This design comes from an exercise in tuning for small area, a short achievable clock period and few clock cycles per item on the open sky130 flow, not from production work. Where RTL was checked, it was by simulation tests only, not by an equivalence proof against the original. The RTL of runs 3 and 4 was laid out without a check of its function.

## flow/standard.sh

```bash
#!/bin/bash
# synth_recipe.tcl (not shown) runs the flow's synth.tcl, then flattens the netlist and writes it again
# the make line also repeats each setting of config.mk as NAME=value (left out here)
make -C /OpenROAD-flow-scripts/flow DESIGN_CONFIG=/design/flow/config.mk WORK_HOME=/design/flow/orfs CLKGATE_MAP_FILE= SYNTH_SCRIPT=/design/flow/synth_recipe.tcl "${@:-finish}"
```

## flow/constraint.sdc

```tcl
create_clock -name core_clock -period 14.0 [get_ports {clk}]
set_input_delay 2.8000 -clock core_clock [delete_from_list [all_inputs] [get_ports {clk}]]
set_output_delay 2.8000 -clock core_clock [all_outputs]
set_load 0.01 [all_outputs]
```

## flow/config.mk

```make
export PLATFORM = sky130hd
export DESIGN_NAME = sgl_flit_rx
export DESIGN_NICKNAME = sgl_flit_rx
export VERILOG_FILES = /design/flow/design.v
export SDC_FILE = /design/flow/constraint.sdc
export NUM_CORES = 4
export LEC_CHECK = 0
export CAP_MARGIN = 20
export CORE_MARGIN = 2
export CORE_UTILIZATION = 58
export SLEW_MARGIN = 20
```

## flow/design.v

```verilog
module sgl_flit_rx (
  input  wire        clk,
  input  wire        rst,            
  input  wire        in_valid,
  input  wire [63:0] in_data,        
  output wire        in_ready,
  output wire        out_valid,
  output wire [63:0] out_data,       
  output wire        out_last,       
  output wire        out_pass,       
  output wire        out_fec_ok,     
  output wire [2:0]  out_corr,       
  output wire [23:0] out_corr_pos    
);
  function automatic [7:0] gf_mul2(input [7:0] a);
    gf_mul2 = {a[6:0], 1'b0} ^ (a[7] ? 8'h1D : 8'h00);
  endfunction
  function automatic [7:0] gf_mul(input [7:0] a, input [7:0] b);
    integer i;
    reg [7:0] r, x;
    begin
      r = 8'd0;
      x = a;
      for (i = 0; i < 8; i = i + 1) begin
        if (b[i]) r = r ^ x;
        x = gf_mul2(x);
      end
      gf_mul = r;
    end
  endfunction
  function automatic [7:0] gf_mulp(input [7:0] a, input integer k);
    gf_mulp = gf_mul(a, 8'd1 << k);
  endfunction
  function automatic [7:0] alpha_m(input integer k);
    case (k)
      81: alpha_m = 8'hF1;
      82: alpha_m = 8'hF6;
      83: alpha_m = 8'h7B;
      84: alpha_m = 8'hB3;
      85: alpha_m = 8'hD7;
      default: alpha_m = 8'h00;
    endcase
  endfunction
  reg  [4:0] phi;         
  reg  [4:0] wcnt;        
  reg        in_rdy_q;
  reg        tx_act;      
  reg        ph0_q;       
  reg        ph31_q;      
  reg        ph1_q;       
  reg        ph_le29_q;   
  wire accept  = in_valid && in_rdy_q;
  wire load    = accept && (wcnt == 5'd31);    
  wire [4:0] phi_n    = (accept && wcnt == 5'd0) ? 5'd1 : phi + 5'd1;
  wire [4:0] wcnt_n   = accept ? wcnt + 5'd1 : wcnt;
  wire       tx_act_n = (phi == 5'd31) ? load : tx_act;
  wire       rdy_n    = (phi_n == wcnt_n) || (wcnt_n == 5'd0 && !tx_act_n);
  always @(posedge clk) begin
    if (rst) begin
      phi      <= 5'd0;
      ph0_q    <= 1'b1;
      ph31_q   <= 1'b0;
      ph1_q    <= 1'b0;
      ph_le29_q <= 1'b1;
      wcnt     <= 5'd0;
      in_rdy_q <= 1'b1;
      tx_act   <= 1'b0;
    end else begin
      phi      <= phi_n;
      ph0_q    <= (phi_n == 5'd0);
      ph31_q   <= (phi_n == 5'd31);
      ph1_q    <= (phi_n == 5'd1);
      ph_le29_q <= (phi_n <= 5'd29);
      wcnt     <= wcnt_n;
      in_rdy_q <= rdy_n;
      tx_act   <= tx_act_n;
    end
  end
  reg [2047:0] ring;
  always @(posedge clk) begin
    ring <= {ring[1983:0], in_rdy_q ? in_data : ring[2047:1984]};
  end
  wire [63:0] rd_w = ring[2047:1984];    
  function automatic [7:0] lane(input [63:0] w, input integer b);
    lane = w[63 - 8*b -: 8];
  endfunction
  reg  [7:0] a0 [0:2];
  reg  [7:0] a1 [0:2];
  reg  [7:0] a2 [0:2];
  reg  [7:0] ns0 [0:2];
  reg  [7:0] ns1 [0:2];
  reg  [7:0] ns2 [0:2];
  always @* begin : syn_next
    integer g, i, cnt, m;
    reg [7:0] t0, t1, t2, b, p0, p1, p2;
    for (g = 0; g < 3; g = g + 1) begin
      cnt = (g == 2) ? 2 : 3;
      t0 = 8'd0; t1 = 8'd0; t2 = 8'd0;
      for (i = 0; i < 3; i = i + 1) if (g + 3*i < 8) begin
        b  = lane(in_data, g + 3*i);
        t0 = t0 ^ b;
        t1 = t1 ^ gf_mulp(b, cnt - 1 - i);
        t2 = t2 ^ gf_mulp(b, 2*(cnt - 1 - i));
      end
      p0 = (wcnt == 5'd0) ? 8'd0 : a0[g];
      p1 = (wcnt == 5'd0) ? 8'd0 : gf_mulp(a1[g], cnt);
      p2 = (wcnt == 5'd0) ? 8'd0 : gf_mulp(a2[g], 2*cnt);
      m = (g + 1) % 3;
      ns0[m] = p0 ^ t0;
      ns1[m] = p1 ^ t1;
      ns2[m] = p2 ^ t2;
    end
  end
  integer k;
  always @(posedge clk) begin
    if (accept) begin
      for (k = 0; k < 3; k = k + 1) begin
        a0[k] <= ns0[k];
        a1[k] <= ns1[k];
        a2[k] <= ns2[k];
      end
    end
  end
  reg  [7:0] se [0:2];
  reg  [7:0] sr [0:2];
  reg        fnd [0:2];
  reg  [7:0] fps [0:2];
  wire [4:0] s = phi;
  reg  [63:0] mask;
  reg  [2:0]  hit;
  reg  [7:0]  hpos [0:2];
  reg  [7:0]  se_w [0:2];
  reg  [7:0]  sr_w [0:2];
  always @* begin : search
    integer g, i, cnt, b;
    reg m;
    mask = 64'd0;
    for (g = 0; g < 3; g = g + 1) begin
      cnt = (g == 2) ? 2 : 3;
      se_w[g] = ph0_q ? a0[(g + 2) % 3] : se[g];
      sr_w[g] = ph0_q ? gf_mul(a1[(g + 2) % 3], alpha_m((g == 0) ? 85 : 84)) : sr[g];
      hit[g]  = 1'b0;
      hpos[g] = {s, 3'd0};
      for (i = 0; i < 3; i = i + 1) if (g + 3*i < 8) begin
        b  = g + 3*i;
        m  = (se_w[g] != 8'd0) && (gf_mulp(sr_w[g], i) == se_w[g]);
        if (m) begin
          mask[63 - 8*b -: 8] = se_w[g];
          hit[g]  = 1'b1;
          hpos[g] = {s, b[2:0]};
        end
      end
    end
  end
  always @(posedge clk) begin : srch
    integer g, m, cnt;
    for (g = 0; g < 3; g = g + 1) begin
      m   = (g + 1) % 3;
      cnt = (g == 2) ? 2 : 3;
      se[m]  <= se_w[g];
      sr[m]  <= gf_mulp(sr_w[g], cnt);
      fnd[m] <= (ph0_q ? 1'b0 : fnd[g]) | hit[g];
      fps[m] <= hit[g] ? hpos[g] : fps[g];
    end
  end
  reg [2:0] zc_q;
  reg [2:0] cons_q;
  reg [7:0] s2c;
  wire [7:0] cx = ph0_q ? a0[2] : se[0];
  wire [7:0] cy = ph0_q ? a2[2] : s2c;
  wire [7:0] cz = ph0_q ? a1[2] : sr[0];
  wire       ceq = (gf_mul(cx, cy) == gf_mul(cz, cz));
  always @(posedge clk) begin : chk
    integer c, m;
    if (ph0_q) begin
      for (c = 0; c < 3; c = c + 1) begin
        m = (c + 2) % 3;
        zc_q[c]   <= (a0[m] == 8'd0) && (a1[m] == 8'd0) && ((c == 1) || (a2[m] == 8'd0));
      end
      cons_q[0] <= ceq;
      cons_q[1] <= 1'b1;
      s2c       <= gf_mul(a2[1], 8'hA3);    
    end
    if (ph1_q)
      cons_q[2] <= ceq;
  end
  reg  [63:0] out_data_q;
  reg         out_valid_q, out_last_q, out_pass_q, out_fec_q;
  reg  [2:0]  out_corr_q;
  reg  [63:0] crc;
  reg  [63:0] crc_d_q;                          
  wire [63:0] word_c   = rd_w ^ mask;           
  wire [63:0] crc_next;
  sgl_crc64_upd u_crc (.crc(crc), .d(crc_d_q), .q(crc_next));
  reg [2:0] corr_f;
  reg       fec_f;
  always @* begin : fin
    integer c, g;
    fec_f = 1'b1;
    for (c = 0; c < 3; c = c + 1) begin
      g = (c + 1) % 3;
      corr_f[c] = (fnd[g] | hit[g]) && cons_q[c];
      fec_f = fec_f && (zc_q[c] || corr_f[c]);
    end
  end
  always @(posedge clk) begin
    if (ph_le29_q)
      out_data_q <= word_c;
    crc_d_q <= word_c;
    crc <= ph0_q ? {64{1'b1}} : crc_next;
    if (ph31_q) begin
      out_fec_q  <= fec_f;
      out_corr_q <= corr_f;
    end
  end
  always @(posedge clk) begin
    if (rst) begin
      out_valid_q <= 1'b0;
      out_last_q  <= 1'b0;
      out_pass_q  <= 1'b0;
    end else begin
      out_valid_q <= tx_act && ((ph_le29_q && phi != 5'd29) || ph31_q);
      out_last_q  <= tx_act && ph31_q;
      out_pass_q  <= fec_f && ((crc ^ crc_d_q) == {64{1'b1}});
    end
  end
  assign in_ready     = in_rdy_q;
  assign out_valid    = out_valid_q;
  assign out_data     = out_data_q;
  assign out_last     = out_last_q;
  assign out_pass     = out_pass_q;
  assign out_fec_ok   = out_fec_q;
  assign out_corr     = out_corr_q;
  assign out_corr_pos = {fps[1], fps[0], fps[2]};
endmodule
module sgl_crc64_upd (
  input  wire [63:0] crc,
  input  wire [63:0] d,
  output wire [63:0] q
);
  wire [63:0] x = crc ^ d;
  wire t64 = x[0] ^ x[63];
  wire t65 = x[4] ^ x[24];
  wire t66 = x[9] ^ x[16];
  wire t67 = x[10] ^ x[17];
  wire t68 = x[11] ^ x[18];
  wire t69 = x[37] ^ x[42];
  wire t70 = x[19] ^ x[54];
  wire t71 = x[5] ^ x[59];
  wire t72 = x[20] ^ x[55];
  wire t73 = x[36] ^ x[41];
  wire t74 = x[7] ^ x[12];
  wire t75 = x[2] ^ x[22];
  wire t76 = x[29] ^ x[43];
  wire t77 = x[3] ^ x[23];
  wire t78 = x[30] ^ x[44];
  wire t79 = x[31] ^ x[45];
  wire t80 = x[8] ^ x[13];
  wire t81 = x[51] ^ x[58];
  wire t82 = x[14] ^ x[50];
  wire t83 = x[28] ^ x[53];
  wire t84 = x[1] ^ x[48];
  wire t85 = x[35] ^ x[47];
  wire t86 = x[32] ^ x[57];
  wire t87 = x[33] ^ x[56];
  wire t88 = x[21] ^ x[46];
  wire t89 = x[15] ^ t67;
  wire t90 = x[34] ^ x[49];
  wire t91 = x[6] ^ x[39];
  wire t92 = x[38] ^ x[40];
  wire t93 = x[52] ^ t74;
  wire t94 = t66 ^ t68;
  wire t95 = x[26] ^ t64;
  wire t96 = x[27] ^ t73;
  wire t97 = t70 ^ t79;
  wire t98 = t65 ^ t71;
  wire t99 = x[62] ^ t72;
  wire t100 = t69 ^ t75;
  wire t101 = t76 ^ t77;
  wire t102 = t78 ^ t81;
  wire t103 = x[25] ^ t80;
  wire t104 = t82 ^ t87;
  wire t105 = x[41] ^ t83;
  wire t106 = t84 ^ t92;
  wire t107 = x[12] ^ t89;
  wire t108 = x[17] ^ x[21];
  wire t109 = x[1] ^ x[60];
  wire t110 = x[22] ^ x[25];
  wire t111 = x[37] ^ t88;
  wire t112 = t65 ^ t91;
  wire t113 = x[16] ^ t85;
  wire t114 = x[39] ^ t86;
  wire t115 = x[34] ^ t102;
  wire t116 = x[57] ^ t94;
  wire t117 = x[13] ^ x[61];
  wire t118 = x[8] ^ x[60];
  wire t119 = x[19] ^ x[48];
  wire t120 = x[38] ^ x[51];
  wire t121 = x[27] ^ x[35];
  wire t122 = x[15] ^ x[59];
  wire t123 = x[7] ^ x[40];
  wire t124 = t69 ^ t88;
  wire t125 = x[58] ^ t76;
  wire t126 = x[18] ^ t75;
  wire t127 = x[63] ^ t86;
  wire t128 = x[14] ^ t95;
  wire t129 = x[46] ^ t100;
  wire t130 = x[47] ^ x[52];
  wire t131 = x[34] ^ x[54];
  wire t132 = x[32] ^ x[48];
  wire t133 = x[5] ^ x[53];
  wire t134 = x[7] ^ t82;
  wire t135 = x[20] ^ t90;
  wire t136 = x[4] ^ t71;
  wire t137 = t68 ^ t78;
  wire t138 = x[6] ^ t84;
  wire t139 = x[56] ^ t85;
  wire t140 = x[45] ^ t80;
  wire t141 = x[44] ^ t66;
  wire t142 = x[28] ^ t96;
  wire t143 = x[49] ^ t101;
  wire t144 = x[50] ^ t93;
  wire t145 = x[15] ^ x[30];
  wire t146 = x[21] ^ x[31];
  wire t147 = x[0] ^ x[26];
  wire t148 = x[24] ^ x[33];
  wire t149 = x[32] ^ x[59];
  wire t150 = x[9] ^ x[35];
  wire t151 = x[19] ^ t90;
  wire t152 = x[3] ^ t70;
  wire t153 = t73 ^ t74;
  wire t154 = x[61] ^ t77;
  wire t155 = x[2] ^ t83;
  wire t156 = x[57] ^ t64;
  wire t157 = t69 ^ t87;
  wire t158 = x[11] ^ t74;
  wire t159 = x[47] ^ t110;
  wire t160 = x[17] ^ t81;
  wire t161 = t81 ^ t103;
  wire t162 = x[5] ^ t112;
  wire t163 = t97 ^ t122;
  wire t164 = t76 ^ t98;
  wire t165 = t79 ^ t99;
  wire t166 = t72 ^ t101;
  wire t167 = x[43] ^ t114;
  wire t168 = x[33] ^ t93;
  wire t169 = x[35] ^ x[52];
  wire t170 = x[56] ^ x[63];
  wire t171 = x[29] ^ x[42];
  wire t172 = x[40] ^ x[62];
  wire t173 = x[16] ^ x[30];
  wire t174 = x[23] ^ x[61];
  wire t175 = x[18] ^ x[51];
  wire t176 = x[29] ^ x[53];
  wire t177 = x[1] ^ x[55];
  wire t178 = x[42] ^ x[44];
  wire t179 = x[34] ^ x[42];
  wire t180 = x[23] ^ x[38];
  wire t181 = x[36] ^ x[49];
  wire t182 = x[37] ^ x[45];
  wire t183 = x[10] ^ x[50];
  wire t184 = t65 ^ t66;
  wire t185 = t73 ^ t123;
  wire t186 = x[31] ^ t70;
  wire t187 = x[46] ^ t117;
  wire t188 = x[3] ^ t78;
  wire t189 = t68 ^ t79;
  wire t190 = t65 ^ t87;
  wire t191 = x[14] ^ t87;
  wire t192 = x[54] ^ t83;
  wire t193 = x[10] ^ t92;
  wire t194 = x[25] ^ t67;
  wire t195 = t80 ^ t109;
  wire t196 = x[51] ^ t70;
  wire t197 = x[36] ^ t150;
  wire t198 = t75 ^ t85;
  wire t199 = x[43] ^ t72;
  wire t200 = x[2] ^ t95;
  wire t201 = x[1] ^ t89;
  wire t202 = t99 ^ t100;
  wire t203 = t105 ^ t121;
  wire t204 = x[62] ^ t104;
  wire t205 = t97 ^ t103;
  wire t206 = t105 ^ t139;
  wire t207 = t90 ^ t106;
  wire t208 = x[4] ^ t111;
  wire t209 = t68 ^ t113;
  wire t210 = x[7] ^ t143;
  wire t211 = x[8] ^ t107;
  wire t212 = x[40] ^ t107;
  wire t213 = t97 ^ t116;
  wire t214 = t67 ^ t129;
  wire t215 = x[6] ^ x[60];
  wire t216 = x[21] ^ x[58];
  wire t217 = x[22] ^ x[32];
  wire t218 = x[24] ^ x[55];
  wire t219 = x[28] ^ x[41];
  wire t220 = x[38] ^ x[61];
  wire t221 = x[39] ^ x[53];
  wire t222 = x[13] ^ x[49];
  wire t223 = x[52] ^ x[58];
  wire t224 = x[20] ^ x[46];
  wire t225 = x[28] ^ x[46];
  wire t226 = x[29] ^ x[39];
  wire t227 = x[8] ^ x[31];
  wire t228 = x[18] ^ x[55];
  wire t229 = x[39] ^ x[43];
  wire t230 = x[25] ^ x[26];
  wire t231 = x[52] ^ x[56];
  wire t232 = x[16] ^ t64;
  wire t233 = t120 ^ t145;
  wire t234 = t71 ^ t92;
  wire t235 = x[33] ^ t109;
  wire t236 = x[0] ^ t130;
  wire t237 = t82 ^ t176;
  wire t238 = t131 ^ t175;
  wire t239 = t69 ^ t132;
  wire t240 = t145 ^ t147;
  wire t241 = x[27] ^ t177;
  wire t242 = x[27] ^ t66;
  wire t243 = x[50] ^ t120;
  wire t244 = t64 ^ t91;
  wire t245 = t108 ^ t123;
  wire t246 = x[61] ^ t118;
  wire t247 = x[9] ^ t88;
  wire t248 = x[20] ^ t79;
  wire t249 = x[57] ^ t77;
  wire t250 = t119 ^ t180;
  wire t251 = x[44] ^ t182;
  wire t252 = t85 ^ t91;
  wire t253 = t82 ^ t132;
  wire t254 = t84 ^ t149;
  wire t255 = t86 ^ t119;
  wire t256 = x[2] ^ t64;
  wire t257 = x[58] ^ t78;
  wire t258 = t73 ^ t133;
  wire t259 = x[14] ^ t84;
  wire t260 = x[38] ^ t91;
  wire t261 = x[5] ^ t77;
  wire t262 = x[16] ^ t77;
  wire t263 = t72 ^ t91;
  wire t264 = x[30] ^ t72;
  wire t265 = t83 ^ t108;
  wire t266 = x[13] ^ t110;
  wire t267 = t124 ^ t134;
  wire t268 = t111 ^ t125;
  wire t269 = t117 ^ t152;
  wire t270 = x[28] ^ t134;
  wire t271 = t126 ^ t153;
  wire t272 = x[60] ^ t126;
  wire t273 = t114 ^ t146;
  wire t274 = x[17] ^ t155;
  wire t275 = t89 ^ t138;
  wire t276 = t98 ^ t127;
  wire t277 = x[37] ^ t125;
  wire t278 = t122 ^ t190;
  wire t279 = t140 ^ t247;
  wire t280 = t141 ^ t248;
  wire t281 = x[53] ^ t94;
  wire t282 = x[45] ^ t192;
  wire t283 = t76 ^ t96;
  wire t284 = t94 ^ t187;
  wire t285 = t95 ^ t139;
  wire t286 = t99 ^ t112;
  wire t287 = x[10] ^ t104;
  wire t288 = x[22] ^ t196;
  wire t289 = t121 ^ t137;
  wire t290 = x[24] ^ t93;
  wire t291 = t96 ^ t113;
  wire t292 = x[6] ^ t159;
  wire t293 = t153 ^ t189;
  wire t294 = x[18] ^ t135;
  wire t295 = x[23] ^ t138;
  wire t296 = x[47] ^ t94;
  wire t297 = t98 ^ t120;
  wire t298 = t71 ^ t188;
  wire t299 = t93 ^ t157;
  wire t300 = t86 ^ t197;
  wire t301 = x[11] ^ t193;
  wire t302 = t105 ^ t200;
  wire t303 = t161 ^ t184;
  wire t304 = t142 ^ t162;
  wire t305 = t137 ^ t202;
  wire t306 = t115 ^ t154;
  wire t307 = x[60] ^ t164;
  wire t308 = t186 ^ t274;
  wire t309 = t118 ^ t165;
  wire t310 = x[21] ^ t166;
  wire t311 = t128 ^ t282;
  wire t312 = t115 ^ t194;
  wire t313 = t128 ^ t133;
  wire t314 = t71 ^ t144;
  wire t315 = t166 ^ t227;
  wire t316 = x[26] ^ t163;
  wire t317 = x[4] ^ t142;
  wire t318 = t140 ^ t201;
  wire t319 = t136 ^ t296;
  wire t320 = t116 ^ t230;
  wire t321 = t124 ^ t210;
  wire t322 = t81 ^ t211;
  assign q[0] = ((t267 ^ (t151 ^ (t215 ^ ((x[38] ^ x[59]) ^ t169)))) ^ (t302 ^ t303));
  assign q[1] = (((t232 ^ ((x[47] ^ t75) ^ t135)) ^ t304) ^ (t269 ^ (t201 ^ t268)));
  assign q[2] = (t305 ^ (((t106 ^ t113) ^ t270) ^ (t136 ^ ((t108 ^ t77) ^ (x[6] ^ (x[25] ^ x[29]))))));
  assign q[3] = ((t143 ^ t162) ^ (t271 ^ (((t118 ^ t119) ^ (t170 ^ t79)) ^ ((x[26] ^ t108) ^ t233))));
  assign q[4] = (((t203 ^ t272) ^ t306) ^ (t273 ^ ((x[20] ^ t234) ^ t128)));
  assign q[5] = (((t217 ^ (t169 ^ t171)) ^ t142) ^ (t163 ^ (((t172 ^ t216) ^ t112) ^ (t154 ^ t235))));
  assign q[6] = (t307 ^ ((((x[63] ^ (x[25] ^ x[32])) ^ t185) ^ t129) ^ (t99 ^ (((x[33] ^ x[34]) ^ t173) ^ (t174 ^ t83)))));
  assign q[7] = ((((t66 ^ t102) ^ t204) ^ (t236 ^ (t136 ^ t187))) ^ (t210 ^ t308));
  assign q[8] = (t309 ^ (((t130 ^ t188) ^ (t237 ^ t238)) ^ (t275 ^ t276)));
  assign q[9] = ((((t71 ^ t80) ^ t104) ^ (t189 ^ t239)) ^ (t240 ^ ((t131 ^ t218) ^ (t219 ^ t220))));
  assign q[10] = (((t273 ^ t277) ^ t302) ^ (t278 ^ (((x[62] ^ t80) ^ t241) ^ t144)));
  assign q[11] = (((t191 ^ t192) ^ (t234 ^ t242)) ^ (t115 ^ (((t171 ^ t75) ^ (x[3] ^ t109)) ^ (t103 ^ t127))));
  assign q[12] = ((((t156 ^ t243) ^ t205) ^ (t89 ^ (((x[55] ^ x[61]) ^ t148) ^ (t173 ^ t221)))) ^ t321);
  assign q[13] = (t305 ^ (((t186 ^ t244) ^ t206) ^ (t245 ^ ((t149 ^ t222) ^ (x[43] ^ t109)))));
  assign q[14] = (t310 ^ (((t106 ^ t127) ^ (t178 ^ t104)) ^ ((t246 ^ t97) ^ t271)));
  assign q[15] = ((t202 ^ t279) ^ (((t151 ^ t154) ^ t167) ^ (t190 ^ ((x[15] ^ x[41]) ^ t102))));
  assign q[16] = (((t249 ^ t98) ^ t204) ^ (t280 ^ ((((x[43] ^ x[63]) ^ t110) ^ (t179 ^ t223)) ^ ((t85 ^ t88) ^ t193))));
  assign q[17] = ((t89 ^ (((x[11] ^ x[5]) ^ t181) ^ t100)) ^ (((t140 ^ t141) ^ (t236 ^ t250)) ^ (t167 ^ t270)));
  assign q[18] = (((((t148 ^ t224) ^ (t82 ^ t91)) ^ (t106 ^ t251)) ^ (t143 ^ t281)) ^ t322);
  assign q[19] = (t311 ^ (((t137 ^ t252) ^ (t69 ^ (x[58] ^ t118))) ^ t212));
  assign q[20] = ((((x[55] ^ t74) ^ t106) ^ t163) ^ (t283 ^ t284));
  assign q[21] = (t312 ^ (((t149 ^ ((x[21] ^ x[38]) ^ (x[53] ^ x[9]))) ^ t144) ^ (t285 ^ t286)));
  assign q[22] = ((((x[0] ^ x[58]) ^ t129) ^ (t207 ^ t287)) ^ (t213 ^ t304));
  assign q[23] = (((((x[11] ^ t130) ^ t114) ^ (t184 ^ t195)) ^ t212) ^ (t310 ^ t313));
  assign q[24] = ((((t246 ^ t89) ^ t207) ^ (t288 ^ t289)) ^ ((t95 ^ (t225 ^ t157)) ^ t314));
  assign q[25] = ((t165 ^ t283) ^ (((((x[12] ^ x[52]) ^ t174) ^ t151) ^ (t155 ^ t195)) ^ ((t243 ^ t252) ^ t116)));
  assign q[26] = ((t269 ^ t290) ^ ((((x[20] ^ t170) ^ t102) ^ (t124 ^ t155)) ^ ((t197 ^ t253) ^ (t67 ^ (t172 ^ t226)))));
  assign q[27] = (t213 ^ ((((t148 ^ t179) ^ (t183 ^ t215)) ^ (t125 ^ t198)) ^ ((t225 ^ ((x[36] ^ x[3]) ^ t123)) ^ (t240 ^ t99))));
  assign q[28] = (((t208 ^ t291) ^ (t254 ^ (((x[19] ^ x[61]) ^ t170) ^ t158))) ^ (t312 ^ t315));
  assign q[29] = ((t292 ^ t293) ^ (((t224 ^ (x[17] ^ t133)) ^ (t232 ^ t255)) ^ (t115 ^ t204)));
  assign q[30] = (((t168 ^ t294) ^ t316) ^ (t295 ^ (((t80 ^ t85) ^ t124) ^ (t127 ^ t160))));
  assign q[31] = (t317 ^ (t292 ^ (((x[33] ^ t175) ^ t199) ^ (t239 ^ t95))));
  assign q[32] = (((t256 ^ (t104 ^ t141)) ^ t307) ^ (t295 ^ ((t121 ^ (x[53] ^ (x[41] ^ x[46]))) ^ t161)));
  assign q[33] = (t318 ^ ((((x[50] ^ t220) ^ t113) ^ (t152 ^ t156)) ^ ((t257 ^ t258) ^ t208)));
  assign q[34] = (t319 ^ ((((x[36] ^ x[54]) ^ t160) ^ (t259 ^ t260)) ^ (t129 ^ t165)));
  assign q[35] = ((t206 ^ (((t147 ^ t179) ^ (t228 ^ t229)) ^ (t253 ^ t261))) ^ (t212 ^ t303));
  assign q[36] = (((t96 ^ ((t178 ^ t222) ^ (x[40] ^ t169))) ^ t320) ^ (t275 ^ ((t191 ^ t196) ^ t164)));
  assign q[37] = ((t289 ^ t297) ^ ((t107 ^ t279) ^ (t199 ^ (x[36] ^ t156))));
  assign q[38] = ((t285 ^ t293) ^ (t297 ^ ((t75 ^ t90) ^ (((x[1] ^ x[8]) ^ t178) ^ (t183 ^ t221)))));
  assign q[39] = (((t98 ^ (t216 ^ t158)) ^ t311) ^ (t207 ^ ((t262 ^ t96) ^ t167)));
  assign q[40] = (t313 ^ (((((x[15] ^ x[34]) ^ t108) ^ (t226 ^ t92)) ^ (t141 ^ t241)) ^ (t168 ^ t288)));
  assign q[41] = (t318 ^ (t203 ^ ((((x[23] ^ x[40]) ^ t131) ^ (t173 ^ t231)) ^ (t126 ^ t263))));
  assign q[42] = (t308 ^ (t116 ^ (((t171 ^ t218) ^ (t77 ^ t88)) ^ ((x[56] ^ (x[14] ^ x[35])) ^ t185))));
  assign q[43] = (t211 ^ (((t152 ^ t159) ^ (t86 ^ ((x[18] ^ x[56]) ^ t65))) ^ (t264 ^ ((t69 ^ t73) ^ t125))));
  assign q[44] = (t320 ^ ((t250 ^ t257) ^ (((x[13] ^ t146) ^ t136) ^ (t157 ^ t199))));
  assign q[45] = (((t103 ^ (t64 ^ ((x[4] ^ x[51]) ^ (x[56] ^ x[5])))) ^ (t144 ^ t167)) ^ ((t203 ^ t280) ^ t214));
  assign q[46] = ((t98 ^ ((t86 ^ t90) ^ (x[50] ^ t70))) ^ (((t101 ^ t185) ^ (t194 ^ t235)) ^ ((t251 ^ t256) ^ t209)));
  assign q[47] = (((t72 ^ (t181 ^ t64)) ^ t168) ^ (t298 ^ (((x[45] ^ t117) ^ t259) ^ (t265 ^ t94))));
  assign q[48] = (((t90 ^ (x[6] ^ (x[56] ^ x[62]))) ^ t107) ^ (t208 ^ ((t126 ^ t195) ^ (t237 ^ t97))));
  assign q[49] = ((((t70 ^ t72) ^ t127) ^ (t134 ^ t198)) ^ ((t233 ^ t261) ^ t284));
  assign q[50] = ((t286 ^ (((t130 ^ t146) ^ (x[36] ^ t119)) ^ (t191 ^ t262))) ^ t322);
  assign q[51] = ((t266 ^ (t135 ^ t245)) ^ (t281 ^ ((t231 ^ (x[48] ^ (x[15] ^ x[37]))) ^ t276)));
  assign q[52] = (t214 ^ (t168 ^ ((((x[13] ^ x[23]) ^ (x[28] ^ x[9])) ^ t156) ^ (t238 ^ t98))));
  assign q[53] = (((((t183 ^ t219) ^ (x[51] ^ t177)) ^ t200) ^ t319) ^ t321);
  assign q[54] = (((t206 ^ t268) ^ (t266 ^ (t158 ^ t242))) ^ (t298 ^ ((t90 ^ (t67 ^ t84)) ^ t128)));
  assign q[55] = ((((t89 ^ t96) ^ t115) ^ t213) ^ (t290 ^ (((t64 ^ t84) ^ (x[23] ^ t176)) ^ (t111 ^ t159))));
  assign q[56] = (((t264 ^ ((t180 ^ t223) ^ t254)) ^ t214) ^ (t209 ^ ((t83 ^ ((x[12] ^ x[24]) ^ (x[26] ^ x[49]))) ^ t205)));
  assign q[57] = (((t209 ^ t299) ^ (t244 ^ ((t131 ^ t132) ^ t160))) ^ (t315 ^ t317));
  assign q[58] = ((t299 ^ t300) ^ (((t80 ^ (t228 ^ t78)) ^ t164) ^ (t265 ^ (t106 ^ t151))));
  assign q[59] = (((t260 ^ (t135 ^ t258)) ^ (t272 ^ t277)) ^ (t287 ^ ((t78 ^ (x[57] ^ t150)) ^ t205)));
  assign q[60] = (((t263 ^ t267) ^ (t300 ^ t301)) ^ (t306 ^ t316));
  assign q[61] = (((t278 ^ t291) ^ t309) ^ (t301 ^ ((t111 ^ t93) ^ (t81 ^ (t217 ^ t229)))));
  assign q[62] = ((t255 ^ (((x[40] ^ x[44]) ^ t147) ^ (t174 ^ t181))) ^ (t162 ^ ((t104 ^ t158) ^ (t160 ^ t198))));
  assign q[63] = (((t96 ^ ((t172 ^ t182) ^ (x[15] ^ t148))) ^ t314) ^ (t294 ^ ((t138 ^ t249) ^ t161)));
endmodule
```

## flow/flow/run.sh

```bash
#!/bin/bash
# The standard ORFS layout (standard.sh), with three changes to how the
# layout is made (the SDC, clock period and all constraints are unchanged):
#  - ports are buffered with buf_4 instead of the buffer ORFS picks,
#  - CTS inserts no dummy loads,
#  - repair_timing works towards a setup slack margin of 9.5 ns.
# The full make output goes to standard.log; ORFS's per-step logs are under
# orfs/logs.
set -euo pipefail
export BUFFER_PORTS_ARGS="-buffer_cell sky130_fd_sc_hd__buf_2"
export CTS_ARGS="-sink_clustering_enable -repair_clock_nets -dont_use_dummy_load -sink_clustering_size 30 -sink_clustering_max_diameter 60"
export SETUP_SLACK_MARGIN=9.7
bash standard.sh > standard.log 2>&1
```

==> flow_summary.json, run 1 <==
{
  "outcome": "timing/DRC/antenna clean",
  "grt_max_degree": 83,
  "synth_area_leader_cell": "dfxtp_1",
  "synth_compound_area_frac": 0.0127,
  "ant_nets": 0,
  "setup_viol": 0,
  "arrival_ns": 1.44,
  "cts_hold_buf": 0,
  "start_util": 0.587,
  "worst_setup_path_start_kind": "flip-flop",
  "clk_path_buf_depth": 3,
  "met3_usage": 0.0420,
  "synth_xor_xnor_area_share": 0.198,
  "cp_slowest_stage_delay_ns": 0.55,
  "syn_avg_cell_area_um2": 14.2,
  "grt_use_met2": 0.472,
  "yosysSeqAreaShare": 0.721,
  "viasPerCell": 4.99,
  "path_clk_slew_ns": 0.10,
  "drc": 0,
  "finalCriticalPeriod_ns": 4.24,
  "async_flop_share": 0,
  "hold_depth": 0,
  "area_delta_synth_final_pct": 9.31,
  "fin_crit_sh": 0.303,
  "synth-adder-area-share": 0.00360,
  "syn_area_um2": 69400,
  "yosys_warnings": 10,
  "drt-pass1-iter-count": 5,
  "finalClockSkew_ns": 0.133,
  "drive_above_1_share": 0.109,
  "synth.area.top_cells": "dfxtp_1, xnor2_1, edfxtp_1, xor2_1, mux2_2",
  "synth.mux.area_fraction": 0.0228,
  "tritoncts": "done",
  "final_util": 0.641,
  "clock_latency_ns": 0.78,
  "postSynthCellCount": 4897,
  "synth_commonest_cells": "dfxtp_1, xnor2_1, xor2_1",
  "yosysMostFrequentCell": "dfxtp_1",
  "rsz0062_at_grt": "no",
  "hold_violations": 0,
  "tightest_slew_ns": 1.21,
  "maxSlewViolCount": 0,
  "hp-class": "reg -> reg",
  "cts.sinks": 2423,
  "worstSetupPathType": "reg -> out",
  "grtUsageTotal": 0.292,
  "setup-tns-final_ns": 0,
  "vias": 33900,
  "crit_chain": "buf_2",
  "numPortBuffers": 162,
  "use_met1": 0.393,
  "globalRouteOverflowTotal": 0,
  "synth_edf_count": 153,
  "place_congestion": 1.02,
  "yosys.cell_types.count": 75,
  "synth_top_family_by_area": "XOR/XNOR gates",
  "cp.required_ns": 11.20,
  "ys_ff_latch": 2423,
  "grt_pass1_vias": 34800,
  "syn_nets": 4984,
  "r2r_cells": 8,
  "drt-total-wl_um": 178000,
  "synth_simple_gate_area_share": 0.0329,
  "critPathTopFamily": "flip-flops",
  "fmax_mhz": 236,
  "worst-path-buf-inv": 1,
  "busiest_layer": "met2",
  "cts_root_buf": "clkbuf_16",
  "worstSetupEndpointType": "primary output",
  "antenna_found_initial": 21,
  "die_area_um2": 123000,
  "grt_first_pass_wirelength_um": 253000,
  "cpMaxStageDelayCell": "edfxtp_1",
  "drv_cap": 0,
  "crit_cells": 1,
  "die_w_um": 350,
  "drtIter0Drc": 2603,
  "yosys.area.top_type_share": 0.654,
  "num_rows": 126,
  "max-slew-margin-rel": 0.184,
  "io_pins": 163,
  "die_y_um": 350,
  "nNetsFinal": 5280,
  "cts-buffers-inserted": 111,
  "coreArea_um2": 118000,
  "synth_top_flop_cell": "dfxtp_1",
  "wire_per_inst_um": 26.2,
  "path_max_fanout": 1,
  "h-tree-depth": 3,
  "dp_hpwl_um": 128000
}
## layout by cell type, fill, tap and decap left out, drive strengths merged, types with 4 or more instances in the layout
cell type     n
clkbuf      114
mux2i        61
nor4         33
a21boi        4
nor2b         8
nand2       172
and2          4
ha           20
xor2        270
xnor3        32
or3           4
nand2b        6
xnor2      1187
dfxtp      2270
nor3         21
a21oi        31
or2          10
o22ai         9
a22oi         4
o211ai        5
edfxtp      153
a31oi         4
diode         4
nand3        19
o2111ai       4
inv          64
and3          5
nor2        208
buf         278
o21ai        30
a221oi        5
a211oi        8
clkinv        6
mux2         82
nand4         9
## kinds of logic (layout without fill, tap and decap cells)
group                      Yosys count  in the layout
DFF                               2423           2423
buffers and inverters              168            462
and+or+nand+nor                    518            518
other                                0              4
muxes                              143            143
xor gates and xnor gates          1492           1492
AOI/OAI and AO/OA                  133            133
adders and majority gates           20             20
## registers in the layout, indices dropped and copies added (netlist names), 24 cells and up
register	cells
out_data_q	64
fps	24
a1	24
a0	24
crc_d_q	64
ring	2048
crc	64
se	24
a2	24
sr	24
## through the flow
step | setup WS [ns] | std cells | hold WS (ns) | instance area, um2
3_3_place_gp | 8.81 | 6670 | 0.310 | 72900
3_5_place_dp | 8.73 | 6670 | 0.312 | 72900
4_1_cts | 9.69 | 6786 | 0.248 | 75800
6_report | 9.76 | 6795 | 0.271 | 75900
2_1_floorplan | 9.72 | 4897 | 0.310 | 69500
5_1_grt | 9.71 | 6793 | 0.257 | 75900
## metal layers
layer / share of wire / vias up
met5: 0.00070 / -
li1: - / 15900
met4: 0.052 / 18
met3: 0.051 / 338
met2: 0.46 / 982
met1: 0.43 / 16600
## path summary, 6_finish.rpt
| check | to | start | slack, ns |
|---|---|---|---|
| max | out_data[56] | out_data_q[56] | 9.76 |
| min | ring[1651] | ring[1587] | 0.27 |
| max reg2reg | crc[35] | crc[41] | 9.84 |
| min reg2reg | ring[1651] | ring[1587] | 0.27 |
## cell type report
class                   count  area (um2)
flip-flops and latches   2423       50000
multi-input cells        2306       19100
fillers                  8461       42500
repair buffers            281        1750
well taps                1600        2000
inverters                  70         264
diodes                      4        10.0
clock buffers             111        2780
## what timing repair did
action | CTS | global route
endpoints found under the setup margin | 29 | 15
setup buffers | 5 | 3
gates resized for setup | 11 | 9
gates cloned | 0 | 1
pin swaps | 1 | 1
Testbench counts, summed over its fixed seeds: cycles 16,648, flits 512.
==> run 2: changes to the inputs <==
--- a/flow/flow/run.sh
+++ b/flow/flow/run.sh
@@ -9,5 +9,5 @@
 set -euo pipefail
 export BUFFER_PORTS_ARGS="-buffer_cell sky130_fd_sc_hd__buf_2"
 export CTS_ARGS="-sink_clustering_enable -repair_clock_nets -dont_use_dummy_load -sink_clustering_size 30 -sink_clustering_max_diameter 60"
-export SETUP_SLACK_MARGIN=9.7
+export SETUP_SLACK_MARGIN=9.9
 bash standard.sh > standard.log 2>&1
--- a/flow/config.mk
+++ b/flow/config.mk
@@ -7,5 +7,5 @@
 export LEC_CHECK = 0
 export CAP_MARGIN = 20
 export CORE_MARGIN = 2
-export CORE_UTILIZATION = 58
+export CORE_UTILIZATION = 62
 export SLEW_MARGIN = 20
==> run 2 against run 1 <==
  * Worst setup slack worse by 0.0031 ns
  * Clock skew up 0.0081 ns
  * Sequential share of layout area fell by 0.057 points
  * Synthesized cell count unchanged
  * Still clean
  * Die area is 6.4% lower
  * Largest cell class unchanged
  * Core utilization is 4.5 points higher
  * Cell count fell by 1.5%
  * Critical endpoint is now out_data[41]
==> flow_summary.json, run 2 <==
{
  "grtUsageTotal": 0.319,
  "grt_pass1_vias": 35700,
  "num_rows": 122,
  "synth.area.top_cells": "dfxtp_1, xnor2_1, edfxtp_1, xor2_1, mux2_2",
  "worstSetupEndpointType": "primary output",
  "ff_latch_area_um2": 50100,
  "globalRouteOverflowTotal": 0,
  "drt-total-wl_um": 184000,
  "fin_cells": 6691,
  "viasPerCell": 5.19,
  "tightest_slew_ns": 1.17,
  "place_congestion": 1.00,
  "drtIter0Drc": 2936,
  "synth_area_leader_cell": "dfxtp_1",
  "cts_root_buf": "clkbuf_16",
  "yosys.cell_types.count": 75,
  "io_pins": 163,
  "wire_per_inst_um": 27.4,
  "final_common_cell": "dfxtp_1",
  "async_flop_share": 0,
  "cts_hold_buf": 0,
  "fin_crit_sh": 0.303,
  "nNetsFinal": 5286,
  "grt_max_degree": 79,
  "crit_chain": "buf_2",
  "drv_cap": 0,
  "postSynthCellCount": 4897,
  "synth_top_flop_cell": "dfxtp_1",
  "path_max_fanout": 1,
  "syn_avg_cell_area_um2": 14.2,
  "cp_slowest_stage_delay_ns": 0.55,
  "worst-path-buf-inv": 1,
  "yosysMostFrequentCell": "dfxtp_1",
  "drt-pass1-iter-count": 5,
  "largest_reg_flops": 2048,
  "maxSlewViolCount": 0,
  "tritoncts": "done",
  "finalCriticalPeriod_ns": 4.24,
  "clock_latency_ns": 0.75,
  "cp.required_ns": 11.20,
  "dpl_cell_area_um2": 72800,
  "worstSetupPathType": "reg -> out",
  "rsz0062_at_grt": "yes",
  "arrival_ns": 1.44,
  "critPathTopFamily": "flip-flops",
  "numPortBuffers": 162,
  "synth_commonest_cells": "dfxtp_1, xnor2_1, xor2_1",
  "synth_edf_count": 153,
  "vias": 34700,
  "regMostFlops": "ring",
  "cpMaxStageDelayCell": "edfxtp_1",
  "multiInputGateArea_um2": 19100,
  "yosysSeqAreaShare": 0.721,
  "hp-class": "reg -> reg",
  "finalClockSkew_ns": 0.141,
  "yosys_warnings": 10,
  "start_util": 0.627,
  "yosys.area.top_type_share": 0.654,
  "cts-buffers-inserted": 111,
  "outcome": "timing/DRC/antenna clean",
  "fillers": 7212,
  "clk_path_buf_depth": 3,
  "syn_area_um2": 69400,
  "ys_ff_latch": 2423,
  "grt_first_pass_wirelength_um": 260000,
  "cts.sinks": 2423,
  "drive_above_1_share": 0.115,
  "fmax_mhz": 236,
  "drc": 0,
  "area_delta_synth_final_pct": 9.44,
  "hold_violations": 0,
  "ant_nets": 0,
  "die_area_um2": 115000,
  "setup_viol": 0,
  "fin_area_um2": 76000,
  "path_clk_slew_ns": 0.10,
  "h-tree-depth": 3,
  "die_y_um": 339,
  "layout_common_cells": "dfxtp_1, xnor2_1, xor2_1, nor2_1, nand2_1",
  "dp.cells": 6559,
  "die_w_um": 339,
  "setup-tns-final_ns": 0,
  "max-slew-margin-rel": 0.200,
  "worst_setup_path_start_kind": "flip-flop",
  "syn_nets": 4984,
  "antenna_found_initial": 28,
  "dp_hpwl_um": 129000,
  "coreArea_um2": 111000
}
run 2: cells by family after synthesis:
kind of cell | count (synthesis) | synth area share
xor+xnor | 1492 | 0.198
compound gates | 133 | 0.0127
buf+inv | 168 | 0.00993
simple gates | 518 | 0.0329
fa+ha+maj | 20 | 0.00360
mux | 143 | 0.0228
flops | 2423 | 0.721
run 2: metal layers:
layer,part of all wire,wire [um],global-route usage
met4,0.060,11000,0.165
met3,0.056,10400,0.0474
met2,0.46,85200,0.511
met1,0.42,76900,0.423
met5,0.00047,87,0
run 2: cell type report:
| cell class | count | share of cell area |
|---|---|---|
| antenna | 6 | 0.000198 |
| clock buffer | 111 | 0.0365 |
| inverter | 70 | 0.00357 |
| multi-input combinational | 2306 | 0.252 |
| sequential | 2423 | 0.659 |
| tap | 1488 | 0.0245 |
| timing repair buffer | 287 | 0.0247 |
run 2: per-stage QoR:
step	hold WS (ns)	setup WS (ns)	util
after floorplan	0.310	9.79	-
after global placement	0.309	8.83	0.657
after detailed placement	0.312	8.76	0.657
after CTS	0.235	9.74	0.685
after global routing	0.249	9.72	0.686
final	0.249	9.76	0.686
run 2: path summary, 6_finish.rpt:
kind | start | endpoint | slack (ns) | depth (start not counted)
worst max-delay path | out_data_q[41] | out_data[41] | 9.76 | 1
worst min-delay path | ring[1934] | ring[1998] | 0.25 | 0
worst max register to register | crc[41] | crc[35] | 9.87 | 9
worst min register to register | ring[1934] | ring[1998] | 0.25 | 0
run 2: repair_timing:
item | CTS | global route
endpoints found under the hold margin | 0 | 0
setup buffers | 14 | 0
gates cloned | 1 | 0
gates resized for setup | 33 | 23
pin swaps | 2 | 0
endpoints found under the setup margin | 127 | 70
==> run 3: changes to the inputs <==
--- a/flow/design.v
+++ b/flow/design.v
@@ -48,6 +48,7 @@
   reg        ph0_q;       
   reg        ph31_q;      
   reg        ph1_q;       
+  reg        ph30_q;      
   reg        ph_le29_q;   
   wire accept  = in_valid && in_rdy_q;
   wire load    = accept && (wcnt == 5'd31);    
@@ -61,6 +62,7 @@
       ph0_q    <= 1'b1;
       ph31_q   <= 1'b0;
       ph1_q    <= 1'b0;
+      ph30_q   <= 1'b0;
       ph_le29_q <= 1'b1;
       wcnt     <= 5'd0;
       in_rdy_q <= 1'b1;
@@ -70,6 +72,7 @@
       ph0_q    <= (phi_n == 5'd0);
       ph31_q   <= (phi_n == 5'd31);
       ph1_q    <= (phi_n == 5'd1);
+      ph30_q   <= (phi_n == 5'd30);
       ph_le29_q <= (phi_n <= 5'd29);
       wcnt     <= wcnt_n;
       in_rdy_q <= rdy_n;
@@ -188,10 +191,10 @@
   reg         out_valid_q, out_last_q, out_pass_q, out_fec_q;
   reg  [2:0]  out_corr_q;
   reg  [63:0] crc;
-  reg  [63:0] crc_d_q;                          
+  reg         crc_ok;
   wire [63:0] word_c   = rd_w ^ mask;           
   wire [63:0] crc_next;
-  sgl_crc64_upd u_crc (.crc(crc), .d(crc_d_q), .q(crc_next));
+  sgl_crc64_upd u_crc (.crc(crc), .d(word_c), .q(crc_next));
   reg [2:0] corr_f;
   reg       fec_f;
   always @* begin : fin
@@ -206,8 +209,9 @@
   always @(posedge clk) begin
     if (ph_le29_q)
       out_data_q <= word_c;
-    crc_d_q <= word_c;
-    crc <= ph0_q ? {64{1'b1}} : crc_next;
+    crc <= ph31_q ? {64{1'b1}} : crc_next;
+    if (ph30_q)
+      crc_ok <= ((crc ^ word_c) == {64{1'b1}});
     if (ph31_q) begin
       out_fec_q  <= fec_f;
       out_corr_q <= corr_f;
@@ -221,7 +225,7 @@
     end else begin
       out_valid_q <= tx_act && ((ph_le29_q && phi != 5'd29) || ph31_q);
       out_last_q  <= tx_act && ph31_q;
-      out_pass_q  <= fec_f && ((crc ^ crc_d_q) == {64{1'b1}});
+      out_pass_q  <= fec_f && crc_ok;
     end
   end
   assign in_ready     = in_rdy_q;
--- a/flow/flow/run.sh
+++ b/flow/flow/run.sh
@@ -9,5 +9,5 @@
 set -euo pipefail
 export BUFFER_PORTS_ARGS="-buffer_cell sky130_fd_sc_hd__buf_2"
 export CTS_ARGS="-sink_clustering_enable -repair_clock_nets -dont_use_dummy_load -sink_clustering_size 30 -sink_clustering_max_diameter 60"
-export SETUP_SLACK_MARGIN=9.9
+export SETUP_SLACK_MARGIN=9.6
 bash standard.sh > standard.log 2>&1
--- a/flow/config.mk
+++ b/flow/config.mk
@@ -7,5 +7,5 @@
 export LEC_CHECK = 0
 export CAP_MARGIN = 20
 export CORE_MARGIN = 2
-export CORE_UTILIZATION = 62
+export CORE_UTILIZATION = 50
 export SLEW_MARGIN = 20
==> run 3 against run 2 <==
  * Still clean on timing, DRC and antenna
  * Clock skew decreased by 0.026 ns
  * Die area increased by 28%
  * Final area increased by 19%
  * Area after synthesis increased by 3.4%
  * First-iteration DRC count increased by 0.41%
  * Worst setup slack got worse by 0.94 ns
==> flow_summary.json, run 3 <==
{
  "grt_first_pass_wirelength_um": 275000,
  "cpMaxStageDelayCell": "edfxtp_1",
  "synth_top_flop_cell": "dfxtp_1",
  "clk_path_buf_depth": 3,
  "die_area_um2": 147000,
  "r2r_cells": 19,
  "largest_reg_flops": 2048,
  "drtIter0Drc": 2948,
  "finalCriticalPeriod_ns": 5.19,
  "worst-path-buf-inv": 6,
  "drive_above_1_share": 0.293,
  "regMostFlops": "ring",
  "finalClockSkew_ns": 0.115,
  "fin_cells": 7638,
  "yosysSeqAreaShare": 0.679,
  "numPortBuffers": 162,
  "cts.sinks": 2361,
  "max-slew-margin-rel": 0.266,
  "drt-pass1-iter-count": 5,
  "ant_nets": 0,
  "worstSetupPathType": "reg -> reg",
  "setup_viol": 0,
  "cp_slowest_stage_delay_ns": 0.51,
  "hold_depth": 0,
  "r2r_slack_ns": 8.81,
  "crit_cells": 19,
  "syn_nets": 4942,
  "coreArea_um2": 143000,
  "antenna_found_initial": 12,
  "yosys_warnings": 10,
  "syn_avg_cell_area_um2": 14.8,
  "arrival_ns": 5.77,
  "fin_crit_sh": 0.370,
  "preCtsSetupSlack_ns": 7.42,
  "synth_commonest_cells": "dfxtp_1, xnor2_1, xor2_1",
  "synth_edf_count": 154,
  "cts_root_buf": "clkbuf_16",
  "nNetsFinal": 5819,
  "met3_usage": 0.0584,
  "clock_latency_ns": 0.81,
  "yosys.cell_types.count": 98,
  "final_common_cell": "dfxtp_1",
  "area_delta_synth_final_pct": 25.5,
  "dp_hpwl_um": 140000,
  "die_y_um": 383,
  "globalRouteOverflowTotal": 0,
  "vias": 37700,
  "viasPerCell": 4.94,
  "hp-class": "reg -> reg",
  "die_w_um": 383,
  "worstSetupEndpointType": "flip-flop",
  "tritoncts": "done",
  "drc": 0,
  "grt_pass1_vias": 36300,
  "reg_top3": "ring (2048), crc (64), out_data_q (64)",
  "path_clk_slew_ns": 0.10,
  "hold_end": "ring[126]",
  "wire_per_inst_um": 26.2,
  "async_flop_share": 0,
  "synth_area_leader_cell": "dfxtp_1",
  "outcome": "timing/DRC/antenna clean",
  "num_rows": 139,
  "fin_area_um2": 90200,
  "tightest_slew_ns": 1.09,
  "hold_start": "ring[62]",
  "yosys.area.top_type_share": 0.615,
  "place_congestion": 1.02,
  "r2r-start": "a1[0][1]",
  "cts_hold_buf": 0,
  "busiest_layer": "met2",
  "synth.area.top_cells": "dfxtp_1, xnor2_1, edfxtp_1, xnor3_1, xor2_1",
  "start_util": 0.502,
  "grtUsageTotal": 0.270,
  "grt_max_degree": 79,
  "setup-tns-final_ns": 0,
  "fin_ws_ns": 8.81,
  "rsz0062_at_grt": "yes",
  "worst_setup_path_start_kind": "flip-flop",
  "critPathTopFamily": "XOR/XNOR gates",
  "maxSlewViolCount": 0,
  "hold_violations": 0,
  "io_pins": 163,
  "yosysMostFrequentCell": "dfxtp_1",
  "syn_area_um2": 71800,
  "layout_common_cells": "dfxtp_1, xnor2_1, buf_4, xor2_1",
  "dpl_cell_area_um2": 76200,
  "grt_use_met2": 0.387,
  "cts-buffers-inserted": 136,
  "postSynthCellCount": 4855,
  "ys_ff_latch": 2361,
  "drt-total-wl_um": 200000,
  "r2r-end": "crc[48]",
  "drv_cap": 0,
  "use_met1": 0.381,
  "dp.cells": 6881,
  "whs_ns": 0.244,
  "h-tree-depth": 4,
  "path_max_fanout": 5,
  "crit_chain": "buf_6 -> xor2_4 -> xor3_2 -> buf_4 -> xnor2_2 -> a211o_1 -> a2111o_2 -> buf_4 -> buf_12 -> nor4_4 -> buf_6 -> xnor2_4 -> xor2_4 -> buf_12 -> xor2_1 -> xnor3_2 -> xnor3_1 -> xnor2_1 -> nand2b_1",
  "fmax_mhz": 193,
  "fillers": 10800,
  "cp.required_ns": 14.59
}
==> run 3: worst max path at each step <==
stage | from | end | slack (ns)
finish | a1[0][1] | crc[48] | 8.81
global route | a1[0][1] | crc[56] | 8.76
CTS | a1[0][7] | crc[16] | 8.89
detailed placement | ph0_q | crc[25] | 7.42
global placement | ph0_q | crc[25] | 7.10
floorplan | in_valid | in_rdy_q | 9.40
==> run 3: worst reg2reg max path, cell delays in order, from the launching register on <==
cell	delay (ns)
edfxtp_1	0.51
buf_6	0.20
xor2_4	0.16
xor3_2	0.43
buf_4	0.17
xnor2_2	0.15
a211o_1	0.34
a2111o_2	0.44
buf_4	0.18
buf_12	0.12
nor4_4	0.29
buf_6	0.18
xnor2_4	0.19
xor2_4	0.20
buf_12	0.16
xor2_1	0.42
xnor3_2	0.48
xnor3_1	0.21
xnor2_1	0.19
nand2b_1	0.08
==> run 3: layout make-up <==
cell class	instances	area (um2)	area share
repair buffers	837	7670	0.0850
clock buffers	136	3400	0.0377
inverters	70	297	0.00329
multi-input cells	2326	27600	0.306
flip-flops and latches	2361	48800	0.542
well taps	1903	2380	0.0264
diodes	5	12.5	0.000139
==> run 3: per-layer routing <==
layer,up-vias,part of all wire
li1,17300,-
met1,18600,0.44
met2,1384,0.42
met3,443,0.077
met4,6,0.065
met5,-,0.00020
==> run 3: cells by family after synthesis <==
kind of cell,after synthesis,share of synthesized area
adder cells (fa/ha/maj),20,0.00348
AND/OR/NAND/NOR,518,0.0379
buffers and inverters,169,0.00972
multiplexers,138,0.0213
flip-flops,2361,0.679
XOR/XNOR,1444,0.227
AO/OA/AOI/OAI,205,0.0215
==> run 3: metrics by stage <==
| stage | util |
|---|---|
| floorplan | - |
| detailed placement | 0.533 |
| global placement | 0.532 |
| finish | 0.630 |
| CTS | 0.610 |
| global route | 0.630 |
==> run 3: repair_timing <==
action | in CTS | in global routing
resized for setup | 506 | 197
pin swaps | 233 | 153
cloned | 1 | 1
setup endpoints to repair | 78 | 70
setup buffers | 448 | 166
==> run 4: changes to the inputs <==
--- a/flow/flow/run.sh
+++ b/flow/flow/run.sh
@@ -8,6 +8,6 @@
 # orfs/logs.
 set -euo pipefail
 export BUFFER_PORTS_ARGS="-buffer_cell sky130_fd_sc_hd__buf_2"
-export CTS_ARGS="-sink_clustering_enable -repair_clock_nets -dont_use_dummy_load -sink_clustering_size 30 -sink_clustering_max_diameter 60"
+export CTS_ARGS="-sink_clustering_enable -repair_clock_nets -dont_use_dummy_load -sink_clustering_size 35 -sink_clustering_max_diameter 60"
 export SETUP_SLACK_MARGIN=9.6
 bash standard.sh > standard.log 2>&1
--- a/flow/config.mk
+++ b/flow/config.mk
@@ -7,5 +7,5 @@
 export LEC_CHECK = 0
 export CAP_MARGIN = 20
 export CORE_MARGIN = 2
-export CORE_UTILIZATION = 50
+export CORE_UTILIZATION = 40
 export SLEW_MARGIN = 20
==> run 4 against run 3 <==
  * Still clean
  * Flip-flop and latch count did not move
  * Register-to-register slack improved by 0.03 ns
  * Count of clock-buffer cells in the layout did not move
  * Synthesized cell count did not move
  * Critical path depth did not move
  * First-iteration DRC count rose by 13%
  * Critical path type unchanged
==> flow_summary.json, run 4 <==
{
  "outcome": "timing/DRC/antenna clean",
  "synth_edf_count": 154,
  "grt_pass1_vias": 36700,
  "synth_top_flop_cell": "dfxtp_1",
  "fmax_mhz": 194,
  "yosys.area.top_type_share": 0.615,
  "regMostFlops": "ring",
  "clock_latency_ns": 0.85,
  "die_w_um": 428,
  "grt_first_pass_wirelength_um": 289000,
  "yosysSeqAreaShare": 0.679,
  "syn_nets": 4942,
  "ant_nets": 0,
  "start_util": 0.403,
  "setup_viol": 0,
  "antenna_found_initial": 20,
  "setup-tns-final_ns": 0,
  "rsz0062_at_grt": "yes",
  "arrival_ns": 5.82,
  "drive_above_1_share": 0.307,
  "postSynthCellCount": 4855,
  "nNetsFinal": 5868,
  "finalCriticalPeriod_ns": 5.16,
  "vias": 38000,
  "worstSetupEndpointType": "flip-flop",
  "cts_hold_buf": 0,
  "num_rows": 155,
  "layout_common_cells": "dfxtp_1, xnor2_1, buf_4, xor2_1",
  "cts.sinks": 2361,
  "final_common_cell": "dfxtp_1",
  "grt_max_degree": 79,
  "drtIter0Drc": 3334,
  "h-tree-depth": 4,
  "tritoncts": "done",
  "path_max_fanout": 6,
  "crit_chain": "buf_6 -> xor3_2 -> buf_12 -> xnor2_4 -> xor2_4 -> o21ai_2 -> buf_6 -> o2111ai_4 -> buf_6 -> or4_4 -> xnor2_4 -> buf_6 -> xnor2_4 -> buf_12 -> xnor3_2 -> xnor3_2 -> xnor2_4 -> xnor3_2 -> nand2b_1",
  "die_area_um2": 183000,
  "synth_commonest_cells": "dfxtp_1, xnor2_1, xor2_1",
  "coreArea_um2": 178000,
  "grtUsageTotal": 0.231,
  "drv_cap": 0,
  "synth.area.top_cells": "dfxtp_1, xnor2_1, edfxtp_1, xnor3_1, xor2_1",
  "dp_hpwl_um": 152000,
  "globalRouteOverflowTotal": 0,
  "numPortBuffers": 162,
  "hold_violations": 0,
  "wire_per_inst_um": 26.1,
  "fin_crit_sh": 0.368,
  "finalClockSkew_ns": 0.136,
  "place_congestion": 0.998,
  "maxSlewViolCount": 0,
  "worst_setup_path_start_kind": "flip-flop",
  "reg_top3": "ring (2048), crc (64), out_data_q (64)",
  "cp.required_ns": 14.66,
  "drc": 0,
  "drt-pass1-iter-count": 5,
  "path_clk_slew_ns": 0.11,
  "cpMaxStageDelayCell": "xor3_2",
  "syn_avg_cell_area_um2": 14.8,
  "drt-total-wl_um": 213000,
  "io_pins": 163,
  "die_y_um": 428,
  "cp_slowest_stage_delay_ns": 0.48,
  "yosysMostFrequentCell": "dfxtp_1",
  "fillers": 15000,
  "yosys_warnings": 10,
  "hp-class": "reg -> reg",
  "largest_reg_flops": 2048,
  "tightest_slew_ns": 1.07,
  "cts-buffers-inserted": 136,
  "worstSetupPathType": "reg -> reg",
  "synth_area_leader_cell": "dfxtp_1",
  "clk_path_buf_depth": 3,
  "ys_ff_latch": 2361,
  "yosys.cell_types.count": 98,
  "max-slew-margin-rel": 0.264,
  "async_flop_share": 0,
  "viasPerCell": 4.66,
  "area_delta_synth_final_pct": 27.3,
  "cts_root_buf": "clkbuf_16",
  "syn_area_um2": 71800
}
run 4: cell types whose count changed in the layout (fill, tap and decap cells not counted), sizes merged:
cell and delta:
buf +45, bufbuf +2, and4 +1, clkbuf -1
clkinvlp -1, inv +1, nand3 +1, o211ai +1
run 4: what timing repair did:
| item | in CTS | in global routing |
|---|---|---|
| buffers inserted | 487 | 160 |
| endpoints found under the setup margin | 82 | 68 |
| gates cloned | 6 | 0 |
| pin swaps | 276 | 165 |
| resized for setup | 577 | 223 |
run 4: final timing paths:
kind	start	slack, ns	depth (start not counted)	endpoint
setup reg to reg	a1[2][6]	8.84	19	crc[29]
hold reg to reg	ring[375]	0.25	0	ring[439]
hold / removal	ring[375]	0.25	0	ring[439]
setup / recovery	a1[2][6]	8.84	19	crc[29]
run 4: layer usage:
metal	wire length [um]	track usage
met5	13	0
met4	14400	0.132
met3	14100	0.0431
met2	92300	0.348
met1	91800	0.312
run 4: logic make-up (layout without fill, tap and decap cells):
group / Yosys count / in the layout / synth area share
adders and majority gates: 20 / 20 / 0.00348
buffers and inverters: 169 / 1089 / 0.00972
muxes: 138 / 139 / 0.0213
DFF: 2361 / 2361 / 0.679
AOI/OAI and AO/OA: 205 / 206 / 0.0215
and+or+nand+nor: 518 / 520 / 0.0379
other: 0 / 5 / 0
xor gates and xnor gates: 1444 / 1444 / 0.227
run 4: worst max-delay path: cells and delay by family (launching register included):
family,cells,cell delay [ns]
compound gates,2,0.32
xor+xnor,9,2.66
buf+inv,6,0.94
flops,1,0.47
simple gates,2,0.59
run 4: final cells by class:
type / instances / area, um2 / share of cell area
clock buffers: 136 / 3400 / 0.0372
well taps: 2355 / 2950 / 0.0322
inverters: 70 / 293 / 0.00320
repair buffers: 883 / 8020 / 0.0878
diodes: 5 / 12.5 / 0.000137
multi-input cells: 2329 / 27900 / 0.305
flip-flops and latches: 2361 / 48800 / 0.534
run 4: metrics by stage:
stage                util  instances  instance area (um2)  hold WS, ns  setup slack, ns
floorplan               -       4855                73000        0.310             9.40
global placement    0.431       7345                76900        0.310             6.69
detailed placement  0.431       7345                76900        0.312             6.71
CTS                 0.497       7974                88600        0.247             8.94
global route        0.512       8134                91400        0.239             8.77
finish              0.512       8139                91400        0.248             8.84

port drivers added, routing unchanged:
The flow's constraints put no driver on any port. The routed layouts listed below were extracted and timed again, unchanged, in two steps.
Step 1 (the two cells are an assumption about what drives the block):
set clk [get_ports {clk}]
set_driving_cell -lib_cell sky130_fd_sc_hd__clkbuf_16 $clk
set_driving_cell -lib_cell sky130_fd_sc_hd__buf_2 [delete_from_list [all_inputs] $clk]
Step 2 times the ports against the registers' clock, not the clock port: input delays grow and output delays shrink by t, the midpoint of the rising clock arrivals with the driver on.
Slacks: ideal / step 1 / step 2; pairs: ideal / step 1.
run | t, ns | slack for setup (ns) | worst setup path after step 2 | pins driven straight from the clock port
run 1 | 0.795 | 9.762 / 9.686 / 9.090 | input to register | 1
run 2 | 0.773 | 9.759 / 9.684 / 9.409 | input to register | 1
run 3 | 0.822 | 8.815 / 8.815 / 8.815 | register to register | 1
run 4 | 0.875 | 8.844 / 8.844 / 8.844 | register to register | 1
After both steps every run listed still meets setup and hold. The setup slack of run 1, which loses most, moves by -0.076 ns with the drivers and by -0.672 ns with both steps.
